This design comes from an exercise in tuning for small area and a short achievable clock period on the open sky130 flow, not from production work.
Where RTL was checked, it was by simulation tests only, not by an equivalence proof against the original.
Only the layout flow was run in runs 1 and 2; the RTL was not checked for function there.

--- flow/config.mk ---
export PLATFORM = sky130hd
export DESIGN_NAME = scr_curve_thr
export DESIGN_NICKNAME = scr_curve_thr
export VERILOG_FILES = /design/flow/design.v
export SDC_FILE = /design/flow/constraint.sdc
export NUM_CORES = 4
export LEC_CHECK = 0
export ABC_CLOCK_PERIOD_IN_PS = 40000
export CAP_MARGIN = 20
export CORE_MARGIN = 2
export CORE_UTILIZATION = 40
export PLACE_DENSITY = 0.6
export SLEW_MARGIN = 20
export SYNTH_HIERARCHICAL = 1
export SYNTH_MINIMUM_KEEP_SIZE = 0
--- flow/design.v ---
module scr_curve_thr (
    input             clk,
    input             rst,
    input             in_valid,
    input      [11:0] g,           
    input      [95:0] curve,       
    input      [55:0] thr,         
    input      [2:0]  nbnd,        
    input             off,         
    output reg        out_valid,
    output reg [11:0] v,
    output reg [2:0]  level
);
    wire [11:0] pa, pb, su;
    wire        dec, m0;
    scr_pick u_pick (.g(g), .curve(curve), .pa(pa), .pb(pb), .s(su), .dec(dec), .m0(m0));
    reg        s_valid;
    reg [11:0] s_pa, s_pb, s_s;
    reg        s_dec, s_m0;
    reg [55:0] s_thr;
    reg [2:0]  s_nbnd;
    reg        s_off;
    always @(posedge clk) begin
        if (rst) s_valid <= 1'b0;
        else     s_valid <= in_valid;
        s_pa   <= pa;
        s_pb   <= pb;
        s_s    <= su;
        s_dec  <= dec;
        s_m0   <= m0;
        s_thr  <= thr;
        s_nbnd <= nbnd;
        s_off  <= off;
    end
    reg  [11:0] w;
    integer i;
    always @(*)
        for (i = 0; i < 12; i = i + 1)
            w[i] = s_s[i] ^ (~s_dec & ((s_s & ((12'd1 << i) - 12'd1)) == ((12'd1 << i) - 12'd1)))
                 ^ s_m0;
    wire pp0_0 = ~(w[0] ? s_pb[0] : s_pa[0]);
    wire pp0_1 = ~(w[0] ? s_pb[1] : s_pa[1]);
    wire pp0_2 = ~(w[0] ? s_pb[2] : s_pa[2]);
    wire pp0_3 = ~(w[0] ? s_pb[3] : s_pa[3]);
    wire pp0_4 = ~(w[0] ? s_pb[4] : s_pa[4]);
    wire pp0_5 = ~(w[0] ? s_pb[5] : s_pa[5]);
    wire pp0_6 = ~(w[0] ? s_pb[6] : s_pa[6]);
    wire pp0_7 = ~(w[0] ? s_pb[7] : s_pa[7]);
    wire pp0_8 = ~(w[0] ? s_pb[8] : s_pa[8]);
    wire pp0_9 = ~(w[0] ? s_pb[9] : s_pa[9]);
    wire pp0_10 = ~(w[0] ? s_pb[10] : s_pa[10]);
    wire pp0_11 = ~(w[0] ? s_pb[11] : s_pa[11]);
    wire pp1_0 = ~(w[1] ? s_pb[0] : s_pa[0]);
    wire pp1_1 = ~(w[1] ? s_pb[1] : s_pa[1]);
    wire pp1_2 = ~(w[1] ? s_pb[2] : s_pa[2]);
    wire pp1_3 = ~(w[1] ? s_pb[3] : s_pa[3]);
    wire pp1_4 = ~(w[1] ? s_pb[4] : s_pa[4]);
    wire pp1_5 = ~(w[1] ? s_pb[5] : s_pa[5]);
    wire pp1_6 = ~(w[1] ? s_pb[6] : s_pa[6]);
    wire pp1_7 = ~(w[1] ? s_pb[7] : s_pa[7]);
    wire pp1_8 = ~(w[1] ? s_pb[8] : s_pa[8]);
    wire pp1_9 = ~(w[1] ? s_pb[9] : s_pa[9]);
    wire pp1_10 = ~(w[1] ? s_pb[10] : s_pa[10]);
    wire pp1_11 = ~(w[1] ? s_pb[11] : s_pa[11]);
    wire pp2_0 = ~(w[2] ? s_pb[0] : s_pa[0]);
    wire pp2_1 = ~(w[2] ? s_pb[1] : s_pa[1]);
    wire pp2_2 = ~(w[2] ? s_pb[2] : s_pa[2]);
    wire pp2_3 = ~(w[2] ? s_pb[3] : s_pa[3]);
    wire pp2_4 = ~(w[2] ? s_pb[4] : s_pa[4]);
    wire pp2_5 = ~(w[2] ? s_pb[5] : s_pa[5]);
    wire pp2_6 = ~(w[2] ? s_pb[6] : s_pa[6]);
    wire pp2_7 = ~(w[2] ? s_pb[7] : s_pa[7]);
    wire pp2_8 = ~(w[2] ? s_pb[8] : s_pa[8]);
    wire pp2_9 = ~(w[2] ? s_pb[9] : s_pa[9]);
    wire pp2_10 = ~(w[2] ? s_pb[10] : s_pa[10]);
    wire pp2_11 = ~(w[2] ? s_pb[11] : s_pa[11]);
    wire pp3_0 = ~(w[3] ? s_pb[0] : s_pa[0]);
    wire pp3_1 = ~(w[3] ? s_pb[1] : s_pa[1]);
    wire pp3_2 = ~(w[3] ? s_pb[2] : s_pa[2]);
    wire pp3_3 = ~(w[3] ? s_pb[3] : s_pa[3]);
    wire pp3_4 = ~(w[3] ? s_pb[4] : s_pa[4]);
    wire pp3_5 = ~(w[3] ? s_pb[5] : s_pa[5]);
    wire pp3_6 = ~(w[3] ? s_pb[6] : s_pa[6]);
    wire pp3_7 = ~(w[3] ? s_pb[7] : s_pa[7]);
    wire pp3_8 = ~(w[3] ? s_pb[8] : s_pa[8]);
    wire pp3_9 = ~(w[3] ? s_pb[9] : s_pa[9]);
    wire pp3_10 = ~(w[3] ? s_pb[10] : s_pa[10]);
    wire pp3_11 = ~(w[3] ? s_pb[11] : s_pa[11]);
    wire pp4_0 = ~(w[4] ? s_pb[0] : s_pa[0]);
    wire pp4_1 = ~(w[4] ? s_pb[1] : s_pa[1]);
    wire pp4_2 = ~(w[4] ? s_pb[2] : s_pa[2]);
    wire pp4_3 = ~(w[4] ? s_pb[3] : s_pa[3]);
    wire pp4_4 = ~(w[4] ? s_pb[4] : s_pa[4]);
    wire pp4_5 = ~(w[4] ? s_pb[5] : s_pa[5]);
    wire pp4_6 = ~(w[4] ? s_pb[6] : s_pa[6]);
    wire pp4_7 = ~(w[4] ? s_pb[7] : s_pa[7]);
    wire pp4_8 = ~(w[4] ? s_pb[8] : s_pa[8]);
    wire pp4_9 = ~(w[4] ? s_pb[9] : s_pa[9]);
    wire pp4_10 = ~(w[4] ? s_pb[10] : s_pa[10]);
    wire pp4_11 = ~(w[4] ? s_pb[11] : s_pa[11]);
    wire pp5_0 = ~(w[5] ? s_pb[0] : s_pa[0]);
    wire pp5_1 = ~(w[5] ? s_pb[1] : s_pa[1]);
    wire pp5_2 = ~(w[5] ? s_pb[2] : s_pa[2]);
    wire pp5_3 = ~(w[5] ? s_pb[3] : s_pa[3]);
    wire pp5_4 = ~(w[5] ? s_pb[4] : s_pa[4]);
    wire pp5_5 = ~(w[5] ? s_pb[5] : s_pa[5]);
    wire pp5_6 = ~(w[5] ? s_pb[6] : s_pa[6]);
    wire pp5_7 = ~(w[5] ? s_pb[7] : s_pa[7]);
    wire pp5_8 = ~(w[5] ? s_pb[8] : s_pa[8]);
    wire pp5_9 = ~(w[5] ? s_pb[9] : s_pa[9]);
    wire pp5_10 = ~(w[5] ? s_pb[10] : s_pa[10]);
    wire pp5_11 = ~(w[5] ? s_pb[11] : s_pa[11]);
    wire pp6_0 = ~(w[6] ? s_pb[0] : s_pa[0]);
    wire pp6_1 = ~(w[6] ? s_pb[1] : s_pa[1]);
    wire pp6_2 = ~(w[6] ? s_pb[2] : s_pa[2]);
    wire pp6_3 = ~(w[6] ? s_pb[3] : s_pa[3]);
    wire pp6_4 = ~(w[6] ? s_pb[4] : s_pa[4]);
    wire pp6_5 = ~(w[6] ? s_pb[5] : s_pa[5]);
    wire pp6_6 = ~(w[6] ? s_pb[6] : s_pa[6]);
    wire pp6_7 = ~(w[6] ? s_pb[7] : s_pa[7]);
    wire pp6_8 = ~(w[6] ? s_pb[8] : s_pa[8]);
    wire pp6_9 = ~(w[6] ? s_pb[9] : s_pa[9]);
    wire pp6_10 = ~(w[6] ? s_pb[10] : s_pa[10]);
    wire pp6_11 = ~(w[6] ? s_pb[11] : s_pa[11]);
    wire pp7_0 = ~(w[7] ? s_pb[0] : s_pa[0]);
    wire pp7_1 = ~(w[7] ? s_pb[1] : s_pa[1]);
    wire pp7_2 = ~(w[7] ? s_pb[2] : s_pa[2]);
    wire pp7_3 = ~(w[7] ? s_pb[3] : s_pa[3]);
    wire pp7_4 = ~(w[7] ? s_pb[4] : s_pa[4]);
    wire pp7_5 = ~(w[7] ? s_pb[5] : s_pa[5]);
    wire pp7_6 = ~(w[7] ? s_pb[6] : s_pa[6]);
    wire pp7_7 = ~(w[7] ? s_pb[7] : s_pa[7]);
    wire pp7_8 = ~(w[7] ? s_pb[8] : s_pa[8]);
    wire pp7_9 = ~(w[7] ? s_pb[9] : s_pa[9]);
    wire pp7_10 = ~(w[7] ? s_pb[10] : s_pa[10]);
    wire pp7_11 = ~(w[7] ? s_pb[11] : s_pa[11]);
    wire pp8_0 = ~(w[8] ? s_pb[0] : s_pa[0]);
    wire pp8_1 = ~(w[8] ? s_pb[1] : s_pa[1]);
    wire pp8_2 = ~(w[8] ? s_pb[2] : s_pa[2]);
    wire pp8_3 = ~(w[8] ? s_pb[3] : s_pa[3]);
    wire pp8_4 = ~(w[8] ? s_pb[4] : s_pa[4]);
    wire pp8_5 = ~(w[8] ? s_pb[5] : s_pa[5]);
    wire pp8_6 = ~(w[8] ? s_pb[6] : s_pa[6]);
    wire pp8_7 = ~(w[8] ? s_pb[7] : s_pa[7]);
    wire pp8_8 = ~(w[8] ? s_pb[8] : s_pa[8]);
    wire pp8_9 = ~(w[8] ? s_pb[9] : s_pa[9]);
    wire pp8_10 = ~(w[8] ? s_pb[10] : s_pa[10]);
    wire pp8_11 = ~(w[8] ? s_pb[11] : s_pa[11]);
    wire pp9_0 = ~(w[9] ? s_pb[0] : s_pa[0]);
    wire pp9_1 = ~(w[9] ? s_pb[1] : s_pa[1]);
    wire pp9_2 = ~(w[9] ? s_pb[2] : s_pa[2]);
    wire pp9_3 = ~(w[9] ? s_pb[3] : s_pa[3]);
    wire pp9_4 = ~(w[9] ? s_pb[4] : s_pa[4]);
    wire pp9_5 = ~(w[9] ? s_pb[5] : s_pa[5]);
    wire pp9_6 = ~(w[9] ? s_pb[6] : s_pa[6]);
    wire pp9_7 = ~(w[9] ? s_pb[7] : s_pa[7]);
    wire pp9_8 = ~(w[9] ? s_pb[8] : s_pa[8]);
    wire pp9_9 = ~(w[9] ? s_pb[9] : s_pa[9]);
    wire pp9_10 = ~(w[9] ? s_pb[10] : s_pa[10]);
    wire pp9_11 = ~(w[9] ? s_pb[11] : s_pa[11]);
    wire pp10_0 = ~(w[10] ? s_pb[0] : s_pa[0]);
    wire pp10_1 = ~(w[10] ? s_pb[1] : s_pa[1]);
    wire pp10_2 = ~(w[10] ? s_pb[2] : s_pa[2]);
    wire pp10_3 = ~(w[10] ? s_pb[3] : s_pa[3]);
    wire pp10_4 = ~(w[10] ? s_pb[4] : s_pa[4]);
    wire pp10_5 = ~(w[10] ? s_pb[5] : s_pa[5]);
    wire pp10_6 = ~(w[10] ? s_pb[6] : s_pa[6]);
    wire pp10_7 = ~(w[10] ? s_pb[7] : s_pa[7]);
    wire pp10_8 = ~(w[10] ? s_pb[8] : s_pa[8]);
    wire pp10_9 = ~(w[10] ? s_pb[9] : s_pa[9]);
    wire pp10_10 = ~(w[10] ? s_pb[10] : s_pa[10]);
    wire pp10_11 = ~(w[10] ? s_pb[11] : s_pa[11]);
    wire pp11_0 = ~(w[11] ? s_pb[0] : s_pa[0]);
    wire pp11_1 = ~(w[11] ? s_pb[1] : s_pa[1]);
    wire pp11_2 = ~(w[11] ? s_pb[2] : s_pa[2]);
    wire pp11_3 = ~(w[11] ? s_pb[3] : s_pa[3]);
    wire pp11_4 = ~(w[11] ? s_pb[4] : s_pa[4]);
    wire pp11_5 = ~(w[11] ? s_pb[5] : s_pa[5]);
    wire pp11_6 = ~(w[11] ? s_pb[6] : s_pa[6]);
    wire pp11_7 = ~(w[11] ? s_pb[7] : s_pa[7]);
    wire pp11_8 = ~(w[11] ? s_pb[8] : s_pa[8]);
    wire pp11_9 = ~(w[11] ? s_pb[9] : s_pa[9]);
    wire pp11_10 = ~(w[11] ? s_pb[10] : s_pa[10]);
    wire pp11_11 = ~(w[11] ? s_pb[11] : s_pa[11]);
    wire s1, c2;
    scr_ha ha3 (.a(pp0_2), .b(pp1_1), .s(s1), .co(c2));
    wire s4, c5;
    scr_ha ha6 (.a(pp0_3), .b(pp1_2), .s(s4), .co(c5));
    wire s7, c8;
    scr_fa fa9 (.a(pp2_1), .b(pp3_0), .c(c2), .s(s7), .co(c8));
    wire s10, c11;
    scr_ha ha12 (.a(pp0_4), .b(pp1_3), .s(s10), .co(c11));
    wire s13, c14;
    scr_fa fa15 (.a(pp2_2), .b(pp3_1), .c(pp4_0), .s(s13), .co(c14));
    wire s16, c17;
    scr_fa fa18 (.a(c5), .b(s10), .c(s13), .s(s16), .co(c17));
    wire s19, c20;
    scr_ha ha21 (.a(pp0_5), .b(pp1_4), .s(s19), .co(c20));
    wire s22, c23;
    scr_fa fa24 (.a(pp2_3), .b(pp3_2), .c(pp4_1), .s(s22), .co(c23));
    wire s25, c26;
    scr_fa fa27 (.a(pp5_0), .b(c11), .c(c14), .s(s25), .co(c26));
    wire s28, c29;
    scr_fa fa30 (.a(s19), .b(s22), .c(c17), .s(s28), .co(c29));
    wire s31, c32;
    scr_ha ha33 (.a(pp0_6), .b(pp1_5), .s(s31), .co(c32));
    wire s34, c35;
    scr_fa fa36 (.a(pp2_4), .b(pp3_3), .c(pp4_2), .s(s34), .co(c35));
    wire s37, c38;
    scr_fa fa39 (.a(pp5_1), .b(pp6_0), .c(c20), .s(s37), .co(c38));
    wire s40, c41;
    scr_fa fa42 (.a(c23), .b(s31), .c(s34), .s(s40), .co(c41));
    wire s43, c44;
    scr_fa fa45 (.a(c26), .b(s37), .c(s40), .s(s43), .co(c44));
    wire s46, c47;
    scr_ha ha48 (.a(pp0_7), .b(pp1_6), .s(s46), .co(c47));
    wire s49, c50;
    scr_fa fa51 (.a(pp2_5), .b(pp3_4), .c(pp4_3), .s(s49), .co(c50));
    wire s52, c53;
    scr_fa fa54 (.a(pp5_2), .b(pp6_1), .c(pp7_0), .s(s52), .co(c53));
    wire s55, c56;
    scr_fa fa57 (.a(c32), .b(c35), .c(s46), .s(s55), .co(c56));
    wire s58, c59;
    scr_fa fa60 (.a(s49), .b(s52), .c(c38), .s(s58), .co(c59));
    wire s61, c62;
    scr_fa fa63 (.a(c41), .b(s55), .c(s58), .s(s61), .co(c62));
    wire s64, c65;
    scr_ha ha66 (.a(pp0_8), .b(pp1_7), .s(s64), .co(c65));
    wire s67, c68;
    scr_fa fa69 (.a(pp2_6), .b(pp3_5), .c(pp4_4), .s(s67), .co(c68));
    wire s70, c71;
    scr_fa fa72 (.a(pp5_3), .b(pp6_2), .c(pp7_1), .s(s70), .co(c71));
    wire s73, c74;
    scr_fa fa75 (.a(pp8_0), .b(c47), .c(c50), .s(s73), .co(c74));
    wire s76, c77;
    scr_fa fa78 (.a(c53), .b(s64), .c(s67), .s(s76), .co(c77));
    wire s79, c80;
    scr_fa fa81 (.a(s70), .b(c56), .c(s73), .s(s79), .co(c80));
    wire s82, c83;
    scr_fa fa84 (.a(s76), .b(c59), .c(s79), .s(s82), .co(c83));
    wire s85, c86;
    scr_ha ha87 (.a(pp0_9), .b(pp1_8), .s(s85), .co(c86));
    wire s88, c89;
    scr_fa fa90 (.a(pp2_7), .b(pp3_6), .c(pp4_5), .s(s88), .co(c89));
    wire s91, c92;
    scr_fa fa93 (.a(pp5_4), .b(pp6_3), .c(pp7_2), .s(s91), .co(c92));
    wire s94, c95;
    scr_fa fa96 (.a(pp8_1), .b(pp9_0), .c(c65), .s(s94), .co(c95));
    wire s97, c98;
    scr_fa fa99 (.a(c68), .b(c71), .c(s85), .s(s97), .co(c98));
    wire s100, c101;
    scr_fa fa102 (.a(s88), .b(s91), .c(c74), .s(s100), .co(c101));
    wire s103, c104;
    scr_fa fa105 (.a(c77), .b(s94), .c(s97), .s(s103), .co(c104));
    wire s106, c107;
    scr_fa fa108 (.a(s100), .b(c80), .c(s103), .s(s106), .co(c107));
    wire s109, c110;
    scr_ha ha111 (.a(pp0_10), .b(pp10_0), .s(s109), .co(c110));
    wire s112, c113;
    scr_fa fa114 (.a(pp1_9), .b(pp2_8), .c(pp3_7), .s(s112), .co(c113));
    wire s115, c116;
    scr_fa fa117 (.a(pp4_6), .b(pp5_5), .c(pp6_4), .s(s115), .co(c116));
    wire s118, c119;
    scr_fa fa120 (.a(pp7_3), .b(pp8_2), .c(pp9_1), .s(s118), .co(c119));
    wire s121, c122;
    scr_fa fa123 (.a(c86), .b(c89), .c(c92), .s(s121), .co(c122));
    wire s124, c125;
    scr_fa fa126 (.a(s109), .b(s112), .c(s115), .s(s124), .co(c125));
    wire s127, c128;
    scr_fa fa129 (.a(s118), .b(c95), .c(c98), .s(s127), .co(c128));
    wire s130, c131;
    scr_fa fa132 (.a(s121), .b(s124), .c(c101), .s(s130), .co(c131));
    wire s133, c134;
    scr_fa fa135 (.a(s127), .b(c104), .c(s130), .s(s133), .co(c134));
    wire s136, c137;
    scr_fa fa138 (.a(pp0_11), .b(pp10_1), .c(pp11_0), .s(s136), .co(c137));
    wire s139, c140;
    scr_fa fa141 (.a(pp1_10), .b(pp2_9), .c(pp3_8), .s(s139), .co(c140));
    wire s142, c143;
    scr_fa fa144 (.a(pp4_7), .b(pp5_6), .c(pp6_5), .s(s142), .co(c143));
    wire s145, c146;
    scr_fa fa147 (.a(pp7_4), .b(pp8_3), .c(pp9_2), .s(s145), .co(c146));
    wire s148, c149;
    scr_fa fa150 (.a(c110), .b(c113), .c(c116), .s(s148), .co(c149));
    wire s151, c152;
    scr_fa fa153 (.a(c119), .b(s136), .c(s139), .s(s151), .co(c152));
    wire s154, c155;
    scr_fa fa156 (.a(s142), .b(s145), .c(c122), .s(s154), .co(c155));
    wire s157, c158;
    scr_fa fa159 (.a(c125), .b(s148), .c(s151), .s(s157), .co(c158));
    wire s160, c161;
    scr_fa fa162 (.a(s154), .b(c128), .c(s157), .s(s160), .co(c161));
    wire s163, c164;
    scr_fa fa165 (.a(c131), .b(s160), .c(c134), .s(s163), .co(c164));
    wire s166, c167;
    scr_fa fa168 (.a(pp10_2), .b(pp11_1), .c(pp1_11), .s(s166), .co(c167));
    wire s169, c170;
    scr_fa fa171 (.a(pp2_10), .b(pp3_9), .c(pp4_8), .s(s169), .co(c170));
    wire s172, c173;
    scr_fa fa174 (.a(pp5_7), .b(pp6_6), .c(pp7_5), .s(s172), .co(c173));
    wire s175, c176;
    scr_fa fa177 (.a(pp8_4), .b(pp9_3), .c(c137), .s(s175), .co(c176));
    wire s178, c179;
    scr_fa fa180 (.a(c140), .b(c143), .c(c146), .s(s178), .co(c179));
    wire s181, c182;
    scr_fa fa183 (.a(s166), .b(s169), .c(s172), .s(s181), .co(c182));
    wire s184, c185;
    scr_fa fa186 (.a(c149), .b(c152), .c(s175), .s(s184), .co(c185));
    wire s187, c188;
    scr_fa fa189 (.a(s178), .b(s181), .c(c155), .s(s187), .co(c188));
    wire s190, c191;
    scr_fa fa192 (.a(s184), .b(c158), .c(s187), .s(s190), .co(c191));
    wire s193, c194;
    scr_fa fa195 (.a(c161), .b(s190), .c(c164), .s(s193), .co(c194));
    wire s196, c197;
    scr_fa fa198 (.a(pp10_3), .b(pp11_2), .c(pp2_11), .s(s196), .co(c197));
    wire s199, c200;
    scr_fa fa201 (.a(pp3_10), .b(pp4_9), .c(pp5_8), .s(s199), .co(c200));
    wire s202, c203;
    scr_fa fa204 (.a(pp6_7), .b(pp7_6), .c(pp8_5), .s(s202), .co(c203));
    wire s205, c206;
    scr_fa fa207 (.a(pp9_4), .b(c167), .c(c170), .s(s205), .co(c206));
    wire s208, c209;
    scr_fa fa210 (.a(c173), .b(s196), .c(s199), .s(s208), .co(c209));
    wire s211, c212;
    scr_fa fa213 (.a(s202), .b(c176), .c(c179), .s(s211), .co(c212));
    wire s214, c215;
    scr_fa fa216 (.a(c182), .b(s205), .c(s208), .s(s214), .co(c215));
    wire s217, c218;
    scr_fa fa219 (.a(s211), .b(c185), .c(s214), .s(s217), .co(c218));
    wire s220, c221;
    scr_fa fa222 (.a(c188), .b(s217), .c(c191), .s(s220), .co(c221));
    wire s223, c224;
    scr_fa fa225 (.a(pp10_4), .b(pp11_3), .c(pp3_11), .s(s223), .co(c224));
    wire s226, c227;
    scr_fa fa228 (.a(pp4_10), .b(pp5_9), .c(pp6_8), .s(s226), .co(c227));
    wire s229, c230;
    scr_fa fa231 (.a(pp7_7), .b(pp8_6), .c(pp9_5), .s(s229), .co(c230));
    wire s232, c233;
    scr_fa fa234 (.a(c197), .b(c200), .c(c203), .s(s232), .co(c233));
    wire s235, c236;
    scr_fa fa237 (.a(s223), .b(s226), .c(s229), .s(s235), .co(c236));
    wire s238, c239;
    scr_fa fa240 (.a(c206), .b(c209), .c(s232), .s(s238), .co(c239));
    wire s241, c242;
    scr_fa fa243 (.a(s235), .b(c212), .c(s238), .s(s241), .co(c242));
    wire s244, c245;
    scr_fa fa246 (.a(c215), .b(c218), .c(s241), .s(s244), .co(c245));
    wire s247, c248;
    scr_fa fa249 (.a(pp10_5), .b(pp11_4), .c(pp4_11), .s(s247), .co(c248));
    wire s250, c251;
    scr_fa fa252 (.a(pp5_10), .b(pp6_9), .c(pp7_8), .s(s250), .co(c251));
    wire s253, c254;
    scr_fa fa255 (.a(pp8_7), .b(pp9_6), .c(c224), .s(s253), .co(c254));
    wire s256, c257;
    scr_fa fa258 (.a(c227), .b(c230), .c(s247), .s(s256), .co(c257));
    wire s259, c260;
    scr_fa fa261 (.a(s250), .b(c233), .c(c236), .s(s259), .co(c260));
    wire s262, c263;
    scr_fa fa264 (.a(s253), .b(s256), .c(c239), .s(s262), .co(c263));
    wire s265, c266;
    scr_fa fa267 (.a(s259), .b(c242), .c(s262), .s(s265), .co(c266));
    wire s268, c269;
    scr_fa fa270 (.a(pp10_6), .b(pp11_5), .c(pp5_11), .s(s268), .co(c269));
    wire s271, c272;
    scr_fa fa273 (.a(pp6_10), .b(pp7_9), .c(pp8_8), .s(s271), .co(c272));
    wire s274, c275;
    scr_fa fa276 (.a(pp9_7), .b(c248), .c(c251), .s(s274), .co(c275));
    wire s277, c278;
    scr_fa fa279 (.a(s268), .b(s271), .c(c254), .s(s277), .co(c278));
    wire s280, c281;
    scr_fa fa282 (.a(c257), .b(s274), .c(s277), .s(s280), .co(c281));
    wire s283, c284;
    scr_fa fa285 (.a(c260), .b(c263), .c(s280), .s(s283), .co(c284));
    wire s286, c287;
    scr_fa fa288 (.a(pp10_7), .b(pp11_6), .c(pp6_11), .s(s286), .co(c287));
    wire s289, c290;
    scr_fa fa291 (.a(pp7_10), .b(pp8_9), .c(pp9_8), .s(s289), .co(c290));
    wire s292, c293;
    scr_fa fa294 (.a(c269), .b(c272), .c(s286), .s(s292), .co(c293));
    wire s295, c296;
    scr_fa fa297 (.a(s289), .b(c275), .c(s292), .s(s295), .co(c296));
    wire s298, c299;
    scr_fa fa300 (.a(c278), .b(s295), .c(c281), .s(s298), .co(c299));
    wire s301, c302;
    scr_fa fa303 (.a(pp10_8), .b(pp11_7), .c(pp7_11), .s(s301), .co(c302));
    wire s304, c305;
    scr_fa fa306 (.a(pp8_10), .b(pp9_9), .c(c287), .s(s304), .co(c305));
    wire s307, c308;
    scr_fa fa309 (.a(c290), .b(s301), .c(c293), .s(s307), .co(c308));
    wire s310, c311;
    scr_fa fa312 (.a(s304), .b(s307), .c(c296), .s(s310), .co(c311));
    wire s313, c314;
    scr_fa fa315 (.a(pp10_9), .b(pp11_8), .c(pp8_11), .s(s313), .co(c314));
    wire s316, c317;
    scr_fa fa318 (.a(pp9_10), .b(c302), .c(s313), .s(s316), .co(c317));
    wire s319, c320;
    scr_fa fa321 (.a(c305), .b(s316), .c(c308), .s(s319), .co(c320));
    wire s322, c323;
    scr_fa fa324 (.a(pp10_10), .b(pp11_9), .c(pp9_11), .s(s322), .co(c323));
    wire s325, c326;
    scr_fa fa327 (.a(c314), .b(s322), .c(c317), .s(s325), .co(c326));
    wire s328, c329;
    scr_fa fa330 (.a(pp10_11), .b(pp11_10), .c(c323), .s(s328), .co(c329));
    wire [23:0] q, qn;
    assign q = ~qn;
    wire s331 = ~pp0_0;
    wire c332 = pp0_0;
    assign qn[0] = s331;
    wire s333, c334;
    scr_fa fa335 (.a(pp0_1), .b(pp1_0), .c(c332), .s(s333), .co(c334));
    assign qn[1] = s333;
    wire s336, c337;
    scr_fa fa338 (.a(pp2_0), .b(s1), .c(c334), .s(s336), .co(c337));
    assign qn[2] = s336;
    wire s339, c340;
    scr_fa fa341 (.a(s4), .b(s7), .c(c337), .s(s339), .co(c340));
    assign qn[3] = s339;
    wire s342, c343;
    scr_fa fa344 (.a(c8), .b(s16), .c(c340), .s(s342), .co(c343));
    assign qn[4] = s342;
    wire s345, c346;
    scr_fa fa347 (.a(s25), .b(s28), .c(c343), .s(s345), .co(c346));
    assign qn[5] = s345;
    wire s348, c349;
    scr_fa fa350 (.a(c29), .b(s43), .c(c346), .s(s348), .co(c349));
    assign qn[6] = s348;
    wire s351, c352;
    scr_fa fa353 (.a(c44), .b(s61), .c(c349), .s(s351), .co(c352));
    assign qn[7] = s351;
    wire s354, c355;
    scr_fa fa356 (.a(c62), .b(s82), .c(c352), .s(s354), .co(c355));
    assign qn[8] = s354;
    wire s357, c358;
    scr_fa fa359 (.a(c83), .b(s106), .c(c355), .s(s357), .co(c358));
    assign qn[9] = s357;
    wire s360, c361;
    scr_fa fa362 (.a(c107), .b(s133), .c(c358), .s(s360), .co(c361));
    assign qn[10] = s360;
    wire s363 = ~(s163 ^ c361);
    wire c364 = s163 | c361;
    assign qn[11] = s363;
    wire s365 = ~(s193 ^ c364);
    wire c366 = s193 | c364;
    assign qn[12] = s365;
    wire s367, c368;
    scr_fa fa369 (.a(s220), .b(c194), .c(c366), .s(s367), .co(c368));
    assign qn[13] = s367;
    wire s370, c371;
    scr_fa fa372 (.a(s244), .b(c221), .c(c368), .s(s370), .co(c371));
    assign qn[14] = s370;
    wire s373, c374;
    scr_fa fa375 (.a(c245), .b(s265), .c(c371), .s(s373), .co(c374));
    assign qn[15] = s373;
    wire [23:0] qs0, qs1;
    wire s376 = ~(c266 ^ s283);
    wire c377 = c266 | s283;
    assign qs0[16] = s376;
    wire s378, c379;
    scr_fa fa380 (.a(c284), .b(s298), .c(c377), .s(s378), .co(c379));
    assign qs0[17] = s378;
    wire s381, c382;
    scr_fa fa383 (.a(s310), .b(c299), .c(c379), .s(s381), .co(c382));
    assign qs0[18] = s381;
    wire s384, c385;
    scr_fa fa386 (.a(c311), .b(s319), .c(c382), .s(s384), .co(c385));
    assign qs0[19] = s384;
    wire s387, c388;
    scr_fa fa389 (.a(s325), .b(c320), .c(c385), .s(s387), .co(c388));
    assign qs0[20] = s387;
    wire s390, c391;
    scr_fa fa392 (.a(s328), .b(c326), .c(c388), .s(s390), .co(c391));
    assign qs0[21] = s390;
    wire s393, c394;
    scr_fa fa395 (.a(pp11_11), .b(c329), .c(c391), .s(s393), .co(c394));
    assign qs0[22] = s393;
    assign qs0[23] = c394;
    wire s396, c397;
    scr_ha ha398 (.a(c266), .b(s283), .s(s396), .co(c397));
    assign qs1[16] = s396;
    wire s399, c400;
    scr_fa fa401 (.a(c284), .b(s298), .c(c397), .s(s399), .co(c400));
    assign qs1[17] = s399;
    wire s402, c403;
    scr_fa fa404 (.a(s310), .b(c299), .c(c400), .s(s402), .co(c403));
    assign qs1[18] = s402;
    wire s405, c406;
    scr_fa fa407 (.a(c311), .b(s319), .c(c403), .s(s405), .co(c406));
    assign qs1[19] = s405;
    wire s408, c409;
    scr_fa fa410 (.a(s325), .b(c320), .c(c406), .s(s408), .co(c409));
    assign qs1[20] = s408;
    wire s411, c412;
    scr_fa fa413 (.a(s328), .b(c326), .c(c409), .s(s411), .co(c412));
    assign qs1[21] = s411;
    wire s414, c415;
    scr_fa fa416 (.a(pp11_11), .b(c329), .c(c412), .s(s414), .co(c415));
    assign qs1[22] = s414;
    assign qs1[23] = c415;
    assign qn[16] = c374 ? qs0[16] : qs1[16];
    assign qn[17] = c374 ? qs0[17] : qs1[17];
    assign qn[18] = c374 ? qs0[18] : qs1[18];
    assign qn[19] = c374 ? qs0[19] : qs1[19];
    assign qn[20] = c374 ? qs0[20] : qs1[20];
    assign qn[21] = c374 ? qs0[21] : qs1[21];
    assign qn[22] = c374 ? qs0[22] : qs1[22];
    assign qn[23] = c374 ? qs0[23] : qs1[23];
    wire [11:0] qa = q[23:12];
    wire [11:0] qb = q[11:0];
    reg  [11:0] v_c;
    reg         k;
    always @(*) begin
        k = 1'b0;
        for (i = 0; i < 12; i = i + 1)
            k = (qa[i] & qb[i]) | (qa[i] & k) | (qb[i] & k);
        for (i = 0; i < 12; i = i + 1)
            v_c[i] = qa[i] ^ (k & ((qa & ((12'd1 << i) - 12'd1)) == ((12'd1 << i) - 12'd1)));
    end
    reg  [6:0] hit;
    reg  [8:0] tb;
    reg        gt;
    integer b, j;
    always @(*) begin
        for (b = 0; b < 7; b = b + 1) begin
            tb = {s_thr[8 * b +: 8], 1'b0};
            gt = 1'b0;
            for (j = 0; j < 9; j = j + 1)
                gt = (v_c[3 + j] & ~tb[j]) | ((v_c[3 + j] | ~tb[j]) & gt);
            hit[b] = gt & (b + 1 <= s_nbnd) & ~s_off;
        end
    end
    wire h1s = hit[0] ^ hit[1] ^ hit[2];
    wire h1c = (hit[0] & hit[1]) | (hit[0] & hit[2]) | (hit[1] & hit[2]);
    wire h2s = hit[3] ^ hit[4] ^ hit[5];
    wire h2c = (hit[3] & hit[4]) | (hit[3] & hit[5]) | (hit[4] & hit[5]);
    wire h3s = h1s ^ h2s ^ hit[6];
    wire h3c = (h1s & h2s) | (h1s & hit[6]) | (h2s & hit[6]);
    wire h4s = h1c ^ h2c ^ h3c;
    wire h4c = (h1c & h2c) | (h1c & h3c) | (h2c & h3c);
    wire [2:0] cnt = {h4c, h4s, h3s};
    always @(posedge clk) begin
        if (rst) out_valid <= 1'b0;
        else     out_valid <= s_valid;
        v     <= v_c;
        level <= cnt;
    end
endmodule
module scr_pick (
    input      [11:0] g,
    input      [95:0] curve,
    output     [11:0] pa,
    output     [11:0] pb,
    output     [11:0] s,
    output            dec,
    output            m0
);
    wire [2:0]  g3 = g[11:9];
    reg  [2:0]  b0, b1;
    reg         x0, x1;
    integer k, i;
    always @(*) begin
        for (k = 0; k < 3; k = k + 1) begin
            x0 = 1'b0;
            x1 = 1'b1;
            for (i = 0; i < 3; i = i + 1) begin
                x0 = (~g[3 * k + i] & g3[i]) | ((~g[3 * k + i] | g3[i]) & x0);
                x1 = (~g[3 * k + i] & g3[i]) | ((~g[3 * k + i] | g3[i]) & x1);
            end
            b0[k] = x0;
            b1[k] = x1;
        end
    end
    wire        l1 = b0[0] ? b1[1] : b0[1];
    wire        lt = l1 ? b1[2] : b0[2];
    assign      dec = lt | (&g);                   
    reg  [3:0]  ea0, ea1, ob0, ob1;                
    always @(*) begin
        case (g3)
            3'd0:    begin ea0 = 4'b0001; ea1 = 4'b0001; ob0 = 4'b0001; ob1 = 4'b0001; end
            3'd1:    begin ea0 = 4'b0010; ea1 = 4'b0001; ob0 = 4'b0001; ob1 = 4'b0001; end
            3'd2:    begin ea0 = 4'b0010; ea1 = 4'b0010; ob0 = 4'b0010; ob1 = 4'b0001; end
            3'd3:    begin ea0 = 4'b0100; ea1 = 4'b0010; ob0 = 4'b0010; ob1 = 4'b0010; end
            3'd4:    begin ea0 = 4'b0100; ea1 = 4'b0100; ob0 = 4'b0100; ob1 = 4'b0010; end
            3'd5:    begin ea0 = 4'b1000; ea1 = 4'b0100; ob0 = 4'b0100; ob1 = 4'b0100; end
            3'd6:    begin ea0 = 4'b1000; ea1 = 4'b1000; ob0 = 4'b1000; ob1 = 4'b0100; end
            default: begin ea0 = 4'b1000; ea1 = 4'b1000; ob0 = 4'b1000; ob1 = 4'b1000; end
        endcase
    end
    wire [3:0]  ea = lt ? ea1 : ea0;
    wire [3:0]  ob = lt ? ob1 : ob0;
    assign pa = ({12{ea[0]}} & curve[11:0])  | ({12{ea[1]}} & curve[35:24])
              | ({12{ea[2]}} & curve[59:48]) | ({12{ea[3]}} & curve[83:72]);
    assign pb = ({12{ob[0]}} & curve[23:12]) | ({12{ob[1]}} & curve[47:36])
              | ({12{ob[2]}} & curve[71:60]) | ({12{ob[3]}} & curve[95:84]);
    scr_rot u_rot (.g(g), .s(s));
    assign m0 = g[9] ^ dec;
endmodule
module scr_rot (
    input      [11:0] g,
    output     [11:0] s
);
    assign s = {g[8:0], g[11:9]} + ~g;
endmodule
module scr_fa (input a, input b, input c, output s, output co);
    assign s  = a ^ b ^ c;
    assign co = (a & b) | (a & c) | (b & c);
endmodule
module scr_ha (input a, input b, output s, output co);
    assign s  = a ^ b;
    assign co = a & b;
endmodule
--- flow/flow/run.sh ---
#!/bin/bash
# The standard layout (standard.sh), with each port buffered by a
# sky130_fd_sc_hd__buf_2 instead of the cell buffer_ports picks by default.
# make's full output goes to standard.log; ORFS writes each step's log under
# orfs/logs/.
set -euo pipefail
export BUFFER_PORTS_ARGS="-buffer_cell sky130_fd_sc_hd__buf_2"
bash standard.sh > standard.log 2>&1
--- flow/standard.sh ---
#!/bin/bash
# synth_recipe.tcl (not shown) runs the flow's synth.tcl, then flattens the netlist and writes it again
# the make line also repeats each setting of config.mk as NAME=value (left out here)
make -C /OpenROAD-flow-scripts/flow DESIGN_CONFIG=/design/flow/config.mk WORK_HOME=/design/flow/orfs CLKGATE_MAP_FILE= SYNTH_SCRIPT=/design/flow/synth_recipe.tcl "${@:-finish}"
--- flow/constraint.sdc ---
create_clock -name core_clock -period 70.0 [get_ports {clk}]
set_input_delay 14.0000 -clock core_clock [delete_from_list [all_inputs] [get_ports {clk}]]
set_output_delay 14.0000 -clock core_clock [all_outputs]
set_load 0.01 [all_outputs]
==> results of run 1 <==
[per-module statistics from Yosys (local to each module, per instance)]
module	area [um2]	flops+latches	cells inside
scr_fa	20.0	0	1
scr_rot	477	0	66
scr_curve_thr	6130	115	612
scr_pick	1150	0	168
scr_ha	12.5	0	1
[state kept, by name (all words and copies together), names as in the netlist]
signal	cells
s_nbnd	3
s_s	12
s_m0	1
s_pa	12
s_dec	1
s_thr	56
out_valid	1
level	3
v	12
s_valid	1
s_pb	12
s_off	1
[layer usage]
layer / global-route usage [%] / up-vias / wire, um
met3: 4.30 / 45 / 2140
met2: 37.9 / 384 / 14000
met4: 7.00 / 0 / 633
met1: 27.7 / 4062 / 12700
met5: 0 / - / 0
li1: - / 3901 / -
[stage by stage]
stage	util, %	std cells	worst slack, ns	instance area, um2
after CTS	47.0	1486	53.78	12100
after global routing	47.0	1486	53.43	12100
after floorplan	-	982	54.12	10400
after global placement	44.9	1454	53.39	11600
after detailed placement	44.9	1454	53.34	11600
final	47.0	1486	53.75	12100
[layout make-up]
cell class / count / area (um2)
sequential: 115 / 2300
multi-input combinational: 763 / 7640
clock buffer: 21 / 440
clock inverter: 11 / 105
inverter: 38 / 145
timing repair buffer: 203 / 1060
tap: 335 / 419
fill: 2424 / 13700
[how the worst min path moves through the flow]
stage / slack (ns) / depth (start not counted) / endpoint / from
3_3_place_gp: 0.46 / 1 / out_valid$_SDFF_PP0_ / s_valid$_SDFF_PP0_
2_1_floorplan: 0.41 / 1 / out_valid$_SDFF_PP0_ / s_valid$_SDFF_PP0_
6_report: 0.45 / 1 / out_valid$_SDFF_PP0_ / s_valid$_SDFF_PP0_
4_1_cts: 0.46 / 1 / out_valid$_SDFF_PP0_ / s_valid$_SDFF_PP0_
3_5_place_dp: 0.46 / 1 / out_valid$_SDFF_PP0_ / s_valid$_SDFF_PP0_
5_1_grt: 0.48 / 1 / out_valid$_SDFF_PP0_ / s_valid$_SDFF_PP0_
[worst register-to-register path, delay by kind of cell (launching register included)]
| family | cells | cell delay, ns |
|---|---|---|
| AOI/OAI and AO/OA | 6 | 1.70 |
| xor gates and xnor gates | 2 | 0.38 |
| adders and majority gates | 18 | 7.15 |
| buffers and inverters | 4 | 0.45 |
| DFF | 1 | 0.72 |
| muxes | 2 | 0.77 |
| and+or+nand+nor | 4 | 1.29 |
[cell families (layout without fill, tap and decap cells)]
family,after synthesis,after routing,share of synthesized area (%)
buf+inv,104,273,4.38
xor+xnor,43,43,3.98
mux,156,156,15.4
fa+ha+maj,161,161,28.7
flops,115,115,22.1
compound gates,213,213,15.8
simple gates,190,190,9.57
[synthesized netlist by cell type (all sizes together), types with 6 or more instances]
cell     count  share of area [%]
nand4       21                1.3
mux2i      149                 14
ha          26                3.1
nor2        33                1.2
o21ai       38                1.8
xnor2       32                3.1
clkbuf      51                1.8
xor2        11               0.93
nor3        11               0.58
o31ai        7               0.51
mux2         6               0.72
a221o       15                1.4
a21o         9               0.65
a2111oi      7               0.66
fa         131                 25
a22oi        8               0.76
nand2       37                1.4
and2        10               0.63
a31oi        7               0.42
or3          8               0.48
nand2b       8               0.48
a32oi       12                1.0
nor2b        6               0.36
a21oi       29                1.5
a211oi       7               0.55
buf         15                1.1
nand3       33                1.6
dfxtp      115                 22
inv         38                1.4
a22o        16                1.3
==> results.txt, run 1 <==
- The clock slew at the register clock pins of the worst setup and hold paths is 0.06 ns.
- For this run, design rule violations remaining after detail routing come to 0.
- The type of origin of the critical path is a primary input.
- Compared with the post-synthesis result, the final layout area differs by 16.5%.
- The clock latency at the later pin of the worst-skew pair is between 0.4 and 0.5 ns.
- The row count is 59.
- The slowest cell on the critical path is a2111oi_2.
- The net count after synthesis is between 1000 and 1500.
- Counting flops with an async set or reset pin after synthesis yields a share of 0%.
- The number of I/O pins is 187.
- Port buffering added approximately 190 buffers.
- For this run, the number of Yosys warnings is 8.
- Counting along the longest clock path gives a buffer depth of 2.
- At the pin with the least slew margin, the transition time is 1.05 ns.
- The post-layout net count is 1466.
- The via count of the first global-routing pass is 8726.
- Among all flip-flop cells after synthesis, the most frequent one is dfxtp_1.
- Counting buffers and inverters, the worst setup path is 8 cells deep.
- Among cell families on the critical path, the largest total delay comes from compound AO/OA/AOI/OAI gates.
- The setup TNS is 0 ns.
- Gates resized during post-CTS repair numbered 0.
- The category of the worst setup path capture point is a register.
- The core region is 25800 um2.
- The cell area after synthesis is 10400 um2.
- In the layout the commonest cells are buf_2 (186), mux2i_1 (147), fa_1 (131), dfxtp_1 (115).
- The number of buffers and inverters on the critical path is 2.
- The critical path goes through buf_2 -> inv_1 -> nor2_1 -> o31a_1 -> o41ai_4 -> a2111oi_2 -> o21ai_0 -> nand3_1.
- Of all nets on the critical path, the largest fanout is 30.
- The count of flip-flops with a built-in enable after synthesis is 0.
- The post-synthesis area per instance is 10.6 um2.
- The chip height is approximately 170 um.
- The flip-flop and latch count after synthesis is 115.
- The number of max-capacitance violations reported is 0.
- 0 antenna diodes ended up in the layout.
- The CTS sink count is 115.
- The maximum frequency from static timing analysis is approximately 60 MHz.
- In this run the worst setup path terminates at s_pb[9]$_DFF_P_.
- The type of the worst setup path is in -> reg.
- The data arrival time of the worst path is roughly 17 ns.
- The fraction of the yosys area taken by sequential cells is between 20 and 25%.
- The clock tree root buffer cell is clkbuf_16.
- The max-slew violation count is 0.
- The H-tree level count is 4.
- In the routed layout, each cell is associated on average with a via count of 5.65.
- The post-route netlist has 23.3% of its cells at a drive strength greater than 1.
- The beginning of the critical path is g[11].
- Entering global routing, the biggest net connects 31 pins.
- The final worst hold slack is 0.451 ns.
- The via count of the routed design is 8392.
- The setup slack of the most critical reg-to-reg path is between 50 and 60 ns.
- The starting DRC count in detailed routing is 570.
- The number of endpoints with negative hold slack in the final report is 0.
- The number of antenna violations at the first check in global routing was 0.
- The floorplan step defined a die boundary enclosing 27300 um2.
- The flow ran to the end and the layout has no timing, DRC or antenna violations.
- The worst stage delay on the critical path is 0.98 ns.
- The worst path uses 23.2% of the clock period.
- The iteration count of the initial detailed-routing pass is 5.
- The post-CTS setup buffer count is 0.
- The initial core utilization is a little over 40%.
- The total wire length is 29500 um.
- After synthesis, the netlist uses 87 different library cells.
- The required time of the critical path is 70.35 ns.
- The detailed placement HPWL is 22300 um.
- The time the worst path needs with I/O delays and setup is 16.25 ns.
- Counting cells, the worst reg-to-reg path comes to 36.
- The worst register-to-register path begins at s_m0$_DFF_P_.
- The total congestion overflow is 0.
- In the final routed layout, each cell accounts on average for 19.9 um.
- The worst register-to-register path ends at level[1]$_DFF_P_.
- In this run the horizontal extent of the chip is 165 um.
- The final number of setup-violating endpoints is 0.
- The weighted congestion reported at the end of routability-driven placement is just under 0.9.
- The path class of the tightest hold or removal check is reg -> reg.
- The clock buffer count from CTS is 17.
- The first global-routing pass estimated 46200 um of wire.
- Measured against its own limit, the worst slew margin works out to 29.9%.
- Setup repair after global routing left no endpoint under its margin.
- Global routing used 22.0% of the available tracks across all layers.
- The hold-fix buffer count after cts is 0.
- Leaving out fill and tap cells, the most frequent cell in the layout is buf_2.
- The number of instances in the synthesized netlist is between 900 and 1000.
- In this run the remaining antenna-violating nets after routing total 0.
- Clock skew on the completed layout was measured at roughly 0.011 ns.
- The CTS tree is built.
==> run 2: changes to the inputs <==
==> flow/flow/run.sh (replaced) <==
#!/bin/bash
# The standard layout (standard.sh), with each port buffered by a
# sky130_fd_sc_hd__buf_2 instead of the cell buffer_ports picks by default,
# and a fanout limit for repair_design (flow/fanout.tcl).
# make's full output goes to standard.log; ORFS writes each step's log under
# orfs/logs/.
set -euo pipefail
export BUFFER_PORTS_ARGS="-buffer_cell sky130_fd_sc_hd__buf_2"
export PRE_RESIZE_TCL="$PWD/flow/fanout.tcl"
bash standard.sh > standard.log 2>&1
==> flow/flow/fanout.tcl (new file) <==
# Sourced before ORFS's repair_design (PRE_RESIZE_TCL): a fanout limit, so
# that repair_design buffers the nets that drive many pins.
set_max_fanout 6 [current_design]
==> run 2 against run 1 <==
  * Routed wire length grew 15%
  * Count of clock-buffer cells in the layout shrank 1
  * Via count grew 12%
  * Die area is the same
  * Global-route usage grew 3.3 points
  * Cell count grew 11%
  * Still clean on timing, DRC and antenna
  * Design area grew 14%
  * Highest routed layer is now met5
==> results.txt, run 2 <==
- The number of warning messages in the yosys log is 8 (unchanged).
- The register containing the most flip-flops in the final layout is s_thr.
- The startpoint identified for the worst hold timing path is s_valid$_SDFF_PP0_.
- The final-layout fill cell count came to 2285 (-5.7%).
- Setup repair after global routing left no endpoint under its margin.
- The final worst hold slack is 0.448 ns (-0.00386 ns).
- STA classifies the critical path endpoint as a register.
- The via count of the first global-routing pass came to 9759 (+12%).
- Leaving out fill and tap cells, the most frequent cells in the layout are buf_2 (186), clkdlybuf4s50_1 (159), mux2i_1 (147), fa_1 (131), dfxtp_1 (115).
- The kind of cell adding the most delay to the critical path is buffers and inverters.
- The row count is 59 (unchanged).
- The largest fanout on the critical path was 6 (-80%).
- In this run the critical register-to-register path is captured at level[1]$_DFF_P_.
- The remaining antenna violation count came to 0 (unchanged).
- The number of flip-flops under the largest register name was 56 (unchanged).
- The weighted congestion reported at the end of routability-driven placement is 0.879 (unchanged).
- The final number of setup-violating endpoints came to 0 (unchanged).
- The starting DRC count in detailed routing is 829 (+45%).
- The via density per instance is 5.70 (+0.95%).
- From synthesis to final layout, the design area changed by 32.8%.
- By count the netlist is led by mux2i_1 (147), fa_1 (131), dfxtp_1 (115).
- By area the synthesized netlist is led by fa_1 (25%), dfxtp_1 (22%), mux2i_1 (14%), ha_1 (3.1%), xnor2_1 (2.5%).
- The post-cts resize count was 0 (unchanged).
- The most common cell after layout, fill and taps aside is buf_2.
- The wire length of the first global-routing pass is 52200 um (+13%).
- The signal on the critical path passes through buf_2 -> clkdlybuf4s50_1 -> clkdlybuf4s50_1 -> clkdlybuf4s50_1 -> inv_1 -> a21o_1 -> a22oi_4 -> clkdlybuf4s50_1 -> o41ai_4 -> clkdlybuf4s50_1 -> a2111oi_2 -> clkdlybuf4s50_1 -> clkdlybuf4s50_1 -> o21ai_0 -> nand3_1.
- The final design utilization is 53.6% (+6.6 points).
- Among all flip-flop cells after synthesis, the most frequent one is dfxtp_1.
- The iteration count of the initial detailed-routing pass is 7 (+2).
- The cell occurring most often along the worst timing path is clkdlybuf4s50_1.
- The worst-case clock buffer depth came to 2 (unchanged).
- The total congestion overflow is 0 (unchanged).
- The hold-fix buffer count after cts is 0 (unchanged).
- The post-CTS setup buffer count came to 0 (unchanged).
- The overall die area is 27300 um2 (unchanged).
- The clock buffer count from CTS is 17 (unchanged).
- The cell count of the worst reg-to-reg path came to 45 (+25%).
- The detailed placement HPWL came to 27600 um (+24%).
- The worst setup path is of the in -> reg kind.
- The number of cells on the worst hold path came to 1 (unchanged).
- The transition time at the pin with the least slew margin came to 0.637 ns (-0.413 ns).
- The clock slew at the register clock pins of the worst setup and hold paths was 0.06 ns (about the same).
- The total wire length is 34000 um (+15%).
- The root buffer cell chosen for the clock tree is clkbuf_16.
- The CTS sink count is 115 (unchanged).
- The CTS tree is built.
- The max-slew violation count is 0 (unchanged).
- The fraction of final layout cells sized beyond drive strength 1 is 20.6% (-2.7 points).
- The number of endpoints with negative hold slack in the final report is 0 (unchanged).
- The maximum frequency from static timing analysis came to 50.8 MHz (-18%).
- The setup slack of the most critical reg-to-reg path came to 52.40 ns (-5.00 ns).
- The number of instances in the synthesized netlist is 982 (unchanged).
- The number of port buffers was 186 (unchanged).
- The cell area after synthesis is 10400 um2 (unchanged).
- The count of flip-flops with a built-in enable after synthesis was 0 (unchanged).
- The via count of the routed design was 9378 (+12%).
- The die extent in x is 165 um (unchanged).
- The clock latency at the later pin of the worst-skew pair is 0.43 ns (about the same).
- The post-detailed-route wirelength per cell came to 20.6 um (+3.9%).
- The number of remaining DRC errors came to 0 (unchanged).
- The number of I/O pins was 187 (unchanged).
- The most instantiated library cell after synthesis is mux2i_1.
- The number of max-capacitance violations reported was 0 (unchanged).
- The time the worst path needs with I/O delays and setup came to 19.70 ns (+3.45 ns).
- The worst register-to-register path begins at s_m0$_DFF_P_.
- The type of the most critical hold path is reg -> reg.
- The post-placement cell area came to 13200 um2 (+14%).
- The required time of the critical path is 70.37 ns (+0.02 ns).
- The final setup skew is 0.0118 ns (+0.000592 ns).
- The post-layout net count is 1625 (+11%).
- The data arrival time of the worst path was 20.06 ns (+3.46 ns).
- The pin count of the biggest net entering global routing is 17 (-45%).
- The share of flip-flops with an asynchronous set or reset is 0% (unchanged).
- The H-tree level count is 4 (unchanged).
- The worst stage delay on the critical path is 0.74 ns (-0.24 ns).
- The post-synthesis area per instance was 10.6 um2 (unchanged).
- The final clock period utilization by the worst path came to 28.1% (+4.9 points).
- The sum of buffers and inverters on the critical path came to 9 (+7).
- The slowest cell on the critical path is clkdlybuf4s50_1.
- The core box area came to 25800 um2 (unchanged).
- The worst setup path is launched from a primary input.
- For hold timing, the worst endpoint is out_valid$_SDFF_PP0_.
- The setup TNS is 0 ns (unchanged).
- Of all cell types, the one taking the most synthesized area is fa_1.
- The number of antenna violations at the first check in global routing was 2 (+2).
- The normalized max-slew margin was 56.4% (+27 points).
- The final non-filler cell area was 13800 um2 (+14%).
- The count of distinct cell types in the synthesized netlist came to 87 (unchanged).
- The chip height is 165 um (unchanged).
- The run finished with no timing, DRC or antenna violations.
- The flip-flop and latch count after synthesis is 115 (unchanged).
- The overall routing resource usage is 25.2% (+3.3 points).
- The fraction of the yosys area taken by sequential cells is 22.1% (unchanged).
- The initial core utilization was 40.4% (unchanged).
- The net count after synthesis is 1310 (unchanged).
- The fraction of synthesized cell area taken by the top area cell type is 25.2% (unchanged).
[run 2: cell counts after synthesis]
No cell type changed its count.
[run 2: per-module statistics from Yosys, one instance, submodules excluded]
module	cell area, um2	cells inside	times used	flops+latches
scr_curve_thr	6130	612	1	115
scr_pick	1150	168	1	0
scr_fa	20.0	1	126	0
scr_rot	477	66	1	0
scr_ha	12.5	1	10	0
[run 2: how the worst max path moves through the flow]
stage,start,to,slack (ns),cells past startpoint
final,g[11],s_pb[7]$_DFF_P_,50.30,15
after global routing,g[11],s_pb[5]$_DFF_P_,50.07,15
after CTS,g[11],s_pb[5]$_DFF_P_,50.39,15
after detailed placement,g[11],s_pb[2]$_DFF_P_,49.96,15
after global placement,g[11],s_pb[3]$_DFF_P_,53.39,8
after floorplan,g[9],s_pa[1]$_DFF_P_,54.12,9
[run 2: final cells by class]
class                           count  area (um2)  share of cell area [%]
Tap cell                          335         419                    3.04
Antenna cell                        1        2.50                  0.0181
Clock inverter                     11         200                    1.45
Inverter                           38         145                    1.05
Sequential cell                   115        2300                    16.7
Timing Repair Buffer              362        2650                    19.2
Clock buffer                       20         447                    3.24
Multi-Input combinational cell    763        7640                    55.3
[run 2: kinds of logic after synthesis]
family                   share of synthesized area, %
XOR/XNOR                                         3.98
flip-flops                                       22.1
adder cells (fa/ha/maj)                          28.7
multiplexers                                     15.4
AND/OR/NAND/NOR                                  9.57
AO/OA/AOI/OAI                                    15.8
buffers and inverters                            4.38
[run 2: worst reg2reg max path, delay by kind of cell (launching register included)]
| family | cells | cell delay [ns] |
|---|---|---|
| buf+inv | 14 | 7.00 |
| mux | 2 | 0.65 |
| fa+ha+maj | 17 | 6.59 |
| xor+xnor | 3 | 0.46 |
| flops | 1 | 0.35 |
| simple gates | 3 | 1.05 |
| compound gates | 6 | 1.40 |
[run 2: stage by stage]
step	instances	setup slack [ns]
finish	1645	50.30
detailed placement	1613	49.96
CTS	1644	50.39
floorplan	982	54.12
global route	1645	50.07
global placement	1454	53.39
[run 2: layer usage]
layer	track usage, %	up-vias	share of wire [%]
li1	-	4241	-
met1	29.8	4487	39
met2	42.7	529	47
met3	5.49	119	8.7
met4	13.7	2	5.4
met5	0	-	0.044
==> run 3: changes to the inputs <==
--- a/flow/design.v
+++ b/flow/design.v
@@ -555,23 +555,9 @@
     output            m0
 );
     wire [2:0]  g3 = g[11:9];
-    reg  [2:0]  b0, b1;
-    reg         x0, x1;
-    integer k, i;
-    always @(*) begin
-        for (k = 0; k < 3; k = k + 1) begin
-            x0 = 1'b0;
-            x1 = 1'b1;
-            for (i = 0; i < 3; i = i + 1) begin
-                x0 = (~g[3 * k + i] & g3[i]) | ((~g[3 * k + i] | g3[i]) & x0);
-                x1 = (~g[3 * k + i] & g3[i]) | ((~g[3 * k + i] | g3[i]) & x1);
-            end
-            b0[k] = x0;
-            b1[k] = x1;
-        end
-    end
-    wire        l1 = b0[0] ? b1[1] : b0[1];
-    wire        lt = l1 ? b1[2] : b0[2];
+    wire        lt;
+    scr_lt u_lt (.g(g), .lt(lt));
+    integer i;
     assign      dec = lt | (&g);                   
     reg  [3:0]  ea0, ea1, ob0, ob1;                
     always @(*) begin
@@ -588,13 +574,45 @@
     end
     wire [3:0]  ea = lt ? ea1 : ea0;
     wire [3:0]  ob = lt ? ob1 : ob0;
-    assign pa = ({12{ea[0]}} & curve[11:0])  | ({12{ea[1]}} & curve[35:24])
-              | ({12{ea[2]}} & curve[59:48]) | ({12{ea[3]}} & curve[83:72]);
-    assign pb = ({12{ob[0]}} & curve[23:12]) | ({12{ob[1]}} & curve[47:36])
-              | ({12{ob[2]}} & curve[71:60]) | ({12{ob[3]}} & curve[95:84]);
+    scr_sel4 u_sela (.sel(ea), .p0(curve[11:0]),  .p1(curve[35:24]), .p2(curve[59:48]), .p3(curve[83:72]), .y(pa));
+    scr_sel4 u_selb (.sel(ob), .p0(curve[23:12]), .p1(curve[47:36]), .p2(curve[71:60]), .p3(curve[95:84]), .y(pb));
     scr_rot u_rot (.g(g), .s(s));
     assign m0 = g[9] ^ dec;
 endmodule
+module scr_lt (
+    input      [11:0] g,
+    output            lt
+);
+    wire [2:0]  g3 = g[11:9];
+    reg  [2:0]  b0, b1;
+    reg         x0, x1;
+    integer k, i;
+    always @(*) begin
+        for (k = 0; k < 3; k = k + 1) begin
+            x0 = 1'b0;
+            x1 = 1'b1;
+            for (i = 0; i < 3; i = i + 1) begin
+                x0 = (~g[3 * k + i] & g3[i]) | ((~g[3 * k + i] | g3[i]) & x0);
+                x1 = (~g[3 * k + i] & g3[i]) | ((~g[3 * k + i] | g3[i]) & x1);
+            end
+            b0[k] = x0;
+            b1[k] = x1;
+        end
+    end
+    wire        l1 = b0[0] ? b1[1] : b0[1];
+    assign      lt = l1 ? b1[2] : b0[2];
+endmodule
+module scr_sel4 (
+    input      [3:0]  sel,
+    input      [11:0] p0,
+    input      [11:0] p1,
+    input      [11:0] p2,
+    input      [11:0] p3,
+    output     [11:0] y
+);
+    assign y = ({12{sel[0]}} & p0) | ({12{sel[1]}} & p1)
+             | ({12{sel[2]}} & p2) | ({12{sel[3]}} & p3);
+endmodule
 module scr_rot (
     input      [11:0] g,
     output     [11:0] s
==> flow/flow/run.sh (replaced) <==
#!/bin/bash
# The standard layout (standard.sh), with each port buffered by a
# sky130_fd_sc_hd__buf_2 instead of the cell buffer_ports picks by default.
# make's full output goes to standard.log; ORFS writes each step's log under
# orfs/logs/.
set -euo pipefail
export BUFFER_PORTS_ARGS="-buffer_cell sky130_fd_sc_hd__buf_2"
bash standard.sh > standard.log 2>&1
--- a/flow/config.mk
+++ b/flow/config.mk
@@ -9,6 +9,8 @@
 export CAP_MARGIN = 20
 export CORE_MARGIN = 2
 export CORE_UTILIZATION = 40
+export CTS_BUF_LIST = sky130_fd_sc_hd__clkbuf_8
+export GPL_TIMING_DRIVEN = 0
 export PLACE_DENSITY = 0.6
 export SLEW_MARGIN = 20
 export SYNTH_HIERARCHICAL = 1
removed: flow/flow/fanout.tcl
==> run 3 against run 2 <==
  * Via count shrank 15%
  * Cell count shrank 9.5%
  * Global-route usage shrank 4.7 points
  * Sequential share of layout area grew 2.7 points
  * Worst setup slack gained 3.9 ns
  * Core utilization shrank 6.1 points
  * Hold slack lost 0.0073 ns
  * First-iteration DRC count shrank 34%
  * Register-to-register slack gained 4.4 ns
  * Largest cell class unchanged
  * Highest routed layer is now met4
==> results.txt, run 3 <==
- The wire length of the first global-routing pass came to 42200 um (-19%).
- The number of endpoints with negative hold slack in the final report is 0 (unchanged).
- The register containing the most flip-flops in the final layout is s_thr.
- The number of warning messages in the yosys log came to 9 (+1).
- The most instantiated library cell after synthesis is mux2i_1.
- The clock buffer count from CTS was 17 (unchanged).
- The final non-filler cell area is 11900 um2 (-14%).
- The final number of setup-violating endpoints is 0 (unchanged).
- The setup slack of the most critical reg-to-reg path is 56.76 ns (+4.36 ns).
- The worst hold path begins at s_valid$_SDFF_PP0_.
- The cell area after synthesis was 10100 um2 (-2.7%).
- The number of remaining DRC errors is 0 (unchanged).
- The die extent in x was 163 um (-1.3%).
- The post-detailed-route wirelength per cell is 18.2 um (-12%).
- The largest fanout on the critical path is 11 (+5).
- The type of origin of the critical path is a primary input.
- The worst setup path is of the in -> reg kind.
- The CTS sink count is 115 (unchanged).
- Tracing the worst setup path back leads to its startpoint at g[9].
- The flip-flop cell with the highest count after synthesis is dfxtp_1.
- The required time of the critical path is 70.33 ns (-0.04 ns).
- The total wire length is 27100 um (-20%).
- The via count of the routed design was 7995 (-15%).
- The initial core utilization came to 40.4% (about the same).
- Summed over all instances, the cell type with the most area after synthesis is fa_1.
- The via count of the first global-routing pass is 7978 (-18%).
- The pin count of the biggest net entering global routing came to 17 (unchanged).
- The type of the most critical hold path is reg -> reg.
- The time the worst path needs with I/O delays and setup is 15.75 ns (-3.95 ns).
- The fraction of the yosys area taken by sequential cells came to 22.8% (+0.62 points).
- The flip-flop and latch count after synthesis was 115 (unchanged).
- The total congestion overflow came to 0 (unchanged).
- The endpoint identified for the worst register-to-register timing path is level[1]$_DFF_P_.
- The diode insertion count for antenna repair is 0 (-1).
- The setup TNS is 0 ns (unchanged).
- The net count after synthesis came to 1268 (-3.2%).
- The starting DRC count in detailed routing is 547 (-34%).
- The count of distinct cell types in the synthesized netlist came to 86 (-1.1%).
- Sorting the synthesized cells by area gives the leading types as fa_1 (26%), dfxtp_1 (23%), mux2i_1 (15%), a22oi_1 (4.1%), ha_1 (3.2%).
- The clock tree root buffer cell is clkbuf_8.
- The clock slew at the register clock pins of the worst setup and hold paths is 0.07 ns (about the same).
- The number of port buffers is 186 (unchanged).
- The hold-fix buffer count after cts was 0 (unchanged).
- The overall routing resource usage is 20.5% (-4.7 points).
- The transition time at the pin with the least slew margin is 0.974 ns (+0.337 ns).
- The core box area is 25000 um2 (-2.8%).
- The number of I/O pins came to 187 (unchanged).
- The run finished with no timing, DRC or antenna violations.
- Leaving out fill and tap cells, the most frequent cells in the layout are buf_2 (188), mux2i_1 (149), fa_1 (131), dfxtp_1 (115), a22oi_1 (55).
- The worst-case clock buffer depth was 2 (unchanged).
- The post-CTS setup buffer count came to 0 (unchanged).
- The remaining antenna violation count is 0 (unchanged).
- The max-slew violation count is 0 (unchanged).
- The detailed placement HPWL came to 21600 um (-22%).
- The number of antenna violations at the first check in global routing is 0 (-2).
- The via density per instance is 5.37 (-5.8%).
- The H-tree level count is 4 (unchanged).
- The number of instances in the synthesized netlist is 940 (-4.3%).
- The category of the worst setup path capture point is a register.
- The number of cells on the worst hold path is 1 (unchanged).
- The post-synthesis to final-layout area growth is 17.5%.
- The share of flip-flops with an asynchronous set or reset is 0% (unchanged).
- The overall die area is 26600 um2 (-2.7%).
- The reg-to-reg startpoint is s_m0$_DFF_P_.
-- run 3: cell count changes after synthesis, sizes merged, moves of 3 or more --
cell	delta
nand3	-12
a211oi	-3
a221o	-12
clkbuf	-11
o21ai	-17
a22oi	+48
nand2b	+3
buf	+3
a22o	-12
a32oi	-11
nor2	-6
nand4	-13
nand2	+18
o31a	-4
-- run 3: stage by stage --
step | hold WS (ns) | util [%] | setup slack (ns) | std cells
floorplan | 0.414 | - | 54.33 | 940
global placement | 0.419 | 45.8 | 53.78 | 1456
detailed placement | 0.428 | 45.8 | 53.77 | 1456
CTS | 0.446 | 47.5 | 54.27 | 1488
global route | 0.454 | 47.5 | 54.11 | 1488
finish | 0.440 | 47.5 | 54.25 | 1488
-- run 3: metal layers --
metal	track usage [%]	up-vias	wire, um
met5	0	-	0
li1	-	3776	-
met2	33.5	348	12400
met4	7.08	0	711
met1	27.0	3827	12200
met3	4.27	44	1840
-- run 3: kinds of logic (layout without fill, tap and decap cells) --
kind of cell | count (synthesis) | in the layout | share of synthesized area [%]
fa+ha+maj | 163 | 163 | 29.8
flops | 115 | 115 | 22.8
xor+xnor | 45 | 45 | 4.27
mux | 158 | 158 | 16.0
buf+inv | 96 | 314 | 4.55
simple gates | 179 | 179 | 9.19
compound gates | 184 | 184 | 13.5
-- run 3: area by class of cell --
cell class	count	area, um2
clock inverters	12	155
repair buffers	186	931
plain buffers	58	318
fillers	2349	13100
multi-input cells	729	7350
clock buffers	20	275
well taps	330	413
flip-flops and latches	115	2300
inverters	38	143
-- run 3: worst max path at each step --
stage                 endpoint
2_1_floorplan  s_s[10]$_DFF_P_
3_3_place_gp   s_pa[6]$_DFF_P_
3_5_place_dp   s_pa[6]$_DFF_P_
4_1_cts        s_pa[6]$_DFF_P_
5_1_grt        s_pa[2]$_DFF_P_
6_report       s_pa[2]$_DFF_P_
-- run 3: modules after synthesis, one instance, submodules excluded --
module / cell area (um2) / cells inside / times used / flops+latches
scr_lt: 159 / 23 / 1 / 0
scr_curve_thr: 6130 / 612 / 1 / 115
scr_fa: 20.0 / 1 / 126 / 0
scr_rot: 477 / 66 / 1 / 0
scr_sel4: 267 / 40 / 2 / 0
scr_pick: 173 / 23 / 1 / 0
scr_ha: 12.5 / 1 / 10 / 0
-- run 3: worst max-delay path: stages --
cell	delay (ns)
buf_2	0.21
nor2b_4	0.18
maj3_2	0.20
o221ai_2	0.08
a32oi_1	0.44
and2b_1	0.28
xnor2_1	0.15
nor2_1	0.09
buf_4	0.18
a22oi_1	0.17
nand2_1	0.09

-- what the ideal ports hide --
Ports are ideal in the flow. The routed layouts listed here were re-timed in OpenROAD.
Step 1 (the two cells are an assumption about what drives the block):
set clk [get_ports {clk}]
set_driving_cell -lib_cell sky130_fd_sc_hd__clkbuf_16 $clk
set_driving_cell -lib_cell sky130_fd_sc_hd__buf_2 [delete_from_list [all_inputs] $clk]
Step 2 adds t to the input delays and takes it off the output delays; t is the mean of the earliest and latest rising clock arrival at the registers after step 1. Input paths then give back, and output paths get back, about the clock's delay inside the block.
a / b / c = ideal / step 1 / step 2; a / b = the first two.
run | t, ns | slack for setup (ns) | hold WS [ns]
run 1 | 0.461 | 53.751 / 53.772 / 53.311 | 0.451 / 0.451 / 0.451
run 2 | 0.476 | 50.304 / 50.333 / 49.858 | 0.448 / 0.448 / 0.448
run 3 | 0.488 | 54.253 / 54.275 / 53.786 | 0.440 / 0.440 / 0.440
After both steps every run listed still meets setup and hold. The setup slack of run 3, which loses most, moves by +0.022 ns with the drivers and by -0.467 ns with both steps.
